This is an optimization exercise on Yosys and OpenROAD, whose aim is small area and a short achievable clock period, not a production implementation. The RTL was checked by simulation tests, not by an equivalence proof against the original design. Power and IR drop assume default switching activity.

Setup of job 4972:
## cic_decim
module cic_decim (
    input  wire               clk,
    input  wire               rst,         
    input  wire               restart,     
    input  wire [2:0]         cfg_order,   
    input  wire [5:0]         cfg_shift,   
    input  wire [20:0]        cfg_ratio,   
    input  wire               in_valid,
    input  wire signed [23:0] in_data,
    input  wire               in_sat,
    output reg                out_valid,
    output reg  signed [23:0] out_data,
    output reg                out_sat
);
Settings: LEC_CHECK=0, CAP_MARGIN=20, CORE_MARGIN=2, CORE_UTILIZATION=40, CTS_CLUSTER_DIAMETER=150, CTS_CLUSTER_SIZE=22, SLEW_MARGIN=20; clock period 16.5 ns.
standard.sh (not shown) runs the stock make flow with config.mk's settings and CLKGATE_MAP_FILE= SYNTH_SCRIPT=/design/flow/synth_recipe.tcl, a recipe that flattens the netlist after the stock synthesis.
==> flow/flow/run.sh <==
#!/bin/bash
# The standard layout (the standard.sh: ORFS synthesis to final layout),
# with ORFS's timing repair aiming at a setup slack of 12.05 ns on the design's
# own clock and constraints, so that the layout is sized and buffered for a
# short achieved period. The make output goes to standard_make.log.
set -euo pipefail
bash standard.sh SETUP_SLACK_MARGIN=12.05 finish > standard_make.log 2>&1
#### Input delta (job 4533 over job 4972)
==> flow/flow/run.sh <==
#!/bin/bash
# The standard layout (the standard.sh: ORFS synthesis to final layout),
# with ORFS's timing repair aiming at a setup slack of 11.7 ns on the design's
# own clock and constraints, so that the layout is sized and buffered for a
# short achieved period. The make output goes to standard_make.log.
set -euo pipefail
bash standard.sh SETUP_SLACK_MARGIN=11.7 finish > standard_make.log 2>&1
--- outcome ---
Job 4533 vs job 4972, setup slack of the critical path after layout went down by 210 ps.
For job 4533, the critical path launch point was e4, unlike job 4972, where it was out_sat.
The maximum operating frequency of job 4533 falls short of that of job 4972 by 10 MHz.
When the final numbers for job 4533 and job 4972 were put side by side, the portion of total power attributed to combinational logic turned out to be greater in job 4972.
Sort job 4533 and job 4972 by final setup skew, ascending, and job 4972 comes first.
Against job 4972, number of DRC markers in iteration 0 in job 4533 fell by a little under 10%.
Relative to job 4972, the via count of the first global-routing pass measured on job 4533 has decreased slightly.
For job 8019, these inputs were changed with respect to job 4533:
==> flow/flow/run.sh <==
#!/bin/bash
# The standard layout (the standard.sh: ORFS synthesis to final layout),
# with ORFS's timing repair aiming at a setup slack of 11.85 ns on the design's
# own clock and constraints, so that the layout is sized and buffered for a
# short achieved period. The make output goes to standard_make.log.
set -euo pipefail
bash standard.sh SETUP_SLACK_MARGIN=11.85 finish > standard_make.log 2>&1
### Flow results
- The estimated power of job 8019 ends up lower than the estimate for job 4533.
- Comparing job 8019 and job 4533, number of global-route vias before repair is higher on job 4533.
- Compared to job 4533, job 8019 has clock power share 0.2 points lower.
Input-level comparison between job 8514 and job 8019:
==> flow/flow/run.sh <==
#!/bin/bash
# The standard layout (the standard.sh: ORFS synthesis to final layout),
# with ORFS's timing repair aiming at a setup slack of 11.95 ns on the design's
# own clock and constraints, so that the layout is sized and buffered for a
# short achieved period. The make output goes to standard_make.log.
set -euo pipefail
bash standard.sh SETUP_SLACK_MARGIN=11.95 finish > standard_make.log 2>&1
Notes after the runs:
- Having completed the whole flow, job 8514 delivered a layout that passed the timing, design-rule and antenna checks.
- Looking at count of clock-buffer cells in the layout across job 8019 and job 8514, the one that comes out higher is job 8514.
- [compare] base=job 8019 new=job 8514: post-layout minimum cycle time down 110 ps, sequential fraction of total cell area flat, maximum clock frequency up 5.1 MHz.
Edits applied to the flow inputs when going from job 8514 to job 6617:
==> flow/flow/run.sh <==
#!/bin/bash
# The standard layout (the standard.sh: ORFS synthesis to final layout),
# with ORFS's timing repair aiming at a setup slack of 11.55 ns on the design's
# own clock and constraints, so that the layout is sized and buffered for a
# short achieved period. The make output goes to standard_make.log.
set -euo pipefail
bash standard.sh SETUP_SLACK_MARGIN=11.55 finish > standard_make.log 2>&1
--- outcome ---
Job 6617 against job 8514: clock buffer count moved down, final critical-path setup slack moved down, count of plain and timing-repair buffers moved down.

Another version of the RTL of cic_decim (not shown whole).
Size: roughly 6,700 cells after synthesis, ~1,100 flip-flops, about 0.072 mm² of cells after synthesis.
Settings: LEC_CHECK=0, CAP_MARGIN=20, CORE_MARGIN=2, CORE_UTILIZATION=40, SLEW_MARGIN=20; clock period 16.5 ns.
==> flow/flow/run.sh <==
#!/bin/bash
# The standard layout (the standard.sh: ORFS synthesis to final layout),
# with ORFS's timing repair aiming at a setup slack of 11.7 ns on the design's
# own clock and constraints, so that the layout is sized and buffered for a
# short achieved period. The make output goes to standard_make.log.
set -euo pipefail
bash standard.sh SETUP_SLACK_MARGIN=11.7 finish > standard_make.log 2>&1
Rerun with:
CORE_UTILIZATION = 55   (was 40)
CTS_CLUSTER_DIAMETER = 120   (was default)
CTS_CLUSTER_SIZE = 20   (was default)
After rerunning:
- The new run finished clean
- non-clock buffer count falls by 21
- area after synthesis does not change
- worst hold slack gets better by 0.0069 ns
- critical path depth falls by 1
- power falls by about 14%
- clock skew is about the same
- worst setup slack gets better by 0.049 ns
- sequential power is about the same
- die area falls by 27%
Rerun with:
CORE_UTILIZATION = 40   (was 55)
CTS_CLUSTER_DIAMETER = 150   (was 120)
CTS_CLUSTER_SIZE = 22   (was 20)
Result: Global-route usage falls by 7.3 points. Clock-buffer cell count falls by 11. Area after synthesis stays the same. Total power falls by 2.0%. Sequential share of layout area falls by 0.15 points. Worst setup slack degrades by 0.034 ns. Critical path depth rises by 2. Register-to-register slack degrades by 0.03 ns.
Rerun with:
==> flow/flow/run.sh (replaced) <==
#!/bin/bash
# The standard layout (the standard.sh: ORFS synthesis to final layout),
# with ORFS's timing repair aiming at a setup slack of 11 ns on the design's
# own clock and constraints, so that the layout is sized and buffered for a
# short achieved period. The make output goes to standard_make.log.
set -euo pipefail
bash standard.sh SETUP_SLACK_MARGIN=11 finish > standard_make.log 2>&1
CTS_CLUSTER_DIAMETER = default   (was 150)
CTS_CLUSTER_SIZE = default   (was 22)
After rerunning: The new run ran to the end with no violations. Clock skew is higher by 0.0047 ns. Routed wire length is lower by 5.1%. Global-route usage came out lower by 0.48 points. Die area stays the same. Power rises by 17%. Worst setup slack loses 0.42 ns. First-iteration DRC count rose by 9.9%. Hold slack loses 0.0033 ns. Synthesized area stays the same. Clock power increases by 87%. Utilization rose by 0.23 points.

the previous run:
Another version of the RTL of cic_decim (not shown whole).
For scale: ~7200 cells after synthesis, roughly 1100 flip-flops, about 85 I/O pins, about 71000 µm² of cells after synthesis.
clock: 16.5 ns
lec_check: 0
cap_margin: 20
core_margin: 2
core_utilization: 40
cts_cluster_diameter: 150
cts_cluster_size: 22
slew_margin: 20
==> flow/flow/run.sh <==
#!/bin/bash
# The standard layout (the standard.sh: ORFS synthesis to final layout),
# with ORFS's timing repair aiming at a setup slack of 11.7 ns on the design's
# own clock and constraints, so that the layout is sized and buffered for a
# short achieved period. The make output goes to standard_make.log.
set -euo pipefail
bash standard.sh SETUP_SLACK_MARGIN=11.7 finish > standard_make.log 2>&1
Input changes introduced in the current run (baseline for comparison: the previous run):
==> flow/flow/run.sh <==
#!/bin/bash
# The standard layout (the standard.sh: ORFS synthesis to final layout),
# with ORFS's timing repair aiming at a setup slack of 11.9 ns on the design's
# own clock and constraints, so that the layout is sized and buffered for a
# short achieved period. The make output goes to standard_make.log.
set -euo pipefail
bash standard.sh SETUP_SLACK_MARGIN=11.9 finish > standard_make.log 2>&1
--- outcome ---
Looking at the current run and the previous run, the register area is a wash. Combined area of the multi-input logic cells (the current run over the previous run): increase, about 0.9%. Diff the previous run -> the current run: least setup slack across all paths after layout went up, clock share of power lost 0.2 points.

==> port drivers added, routing unchanged <==
The results above use ideal ports. As a check the final layouts listed here were re-extracted and re-timed, cells and wires unchanged. Step 1, drivers: a clkbuf_16 drives clk and a buf_2 each remaining input, both assumed. Step 2 adds t to the input delays and takes it off the output delays; t is the mean of the earliest and latest rising clock arrival at the registers after step 1. Input paths then give back, and output paths get back, about the clock's delay inside the block. Three values: no drivers, after step 1, after step 2; two values: the first two.
run	t (ns)	slack for setup (ns)	clock arrival spread, ns	cell pins on the clock port's net
job 4972	0.788	12.019 / 11.943 / 11.562	0.044 / 0.044	1
job 4533	0.786	11.805 / 11.740 / 11.327	0.061 / 0.062	1
job 8019	0.797	11.903 / 11.824 / 11.273	0.046 / 0.046	1
job 8514	0.792	12.009 / 11.930 / 11.356	0.035 / 0.035	1
job 6617	0.784	11.611 / 11.534 / 11.323	0.063 / 0.063	1
the first run of note 2	0.845	11.587 / 11.587 / 11.303	0.039 / 0.039	1
the second run of note 2	0.750	11.636 / 11.636 / 11.334	0.041 / 0.041	1
the third run of note 2	0.801	11.601 / 11.601 / 11.333	0.041 / 0.041	1
the fourth run of note 2	0.848	11.185 / 11.185 / 11.185	0.047 / 0.046	1
the previous run	0.804	11.818 / 11.752 / 11.387	0.035 / 0.035	1
the current run	0.801	11.886 / 11.886 / 11.377	0.029 / 0.029	1
After both steps every run listed still meets setup and hold. The setup slack of job 8514, which loses most, moves by -0.079 ns with the drivers and by -0.653 ns with both steps.
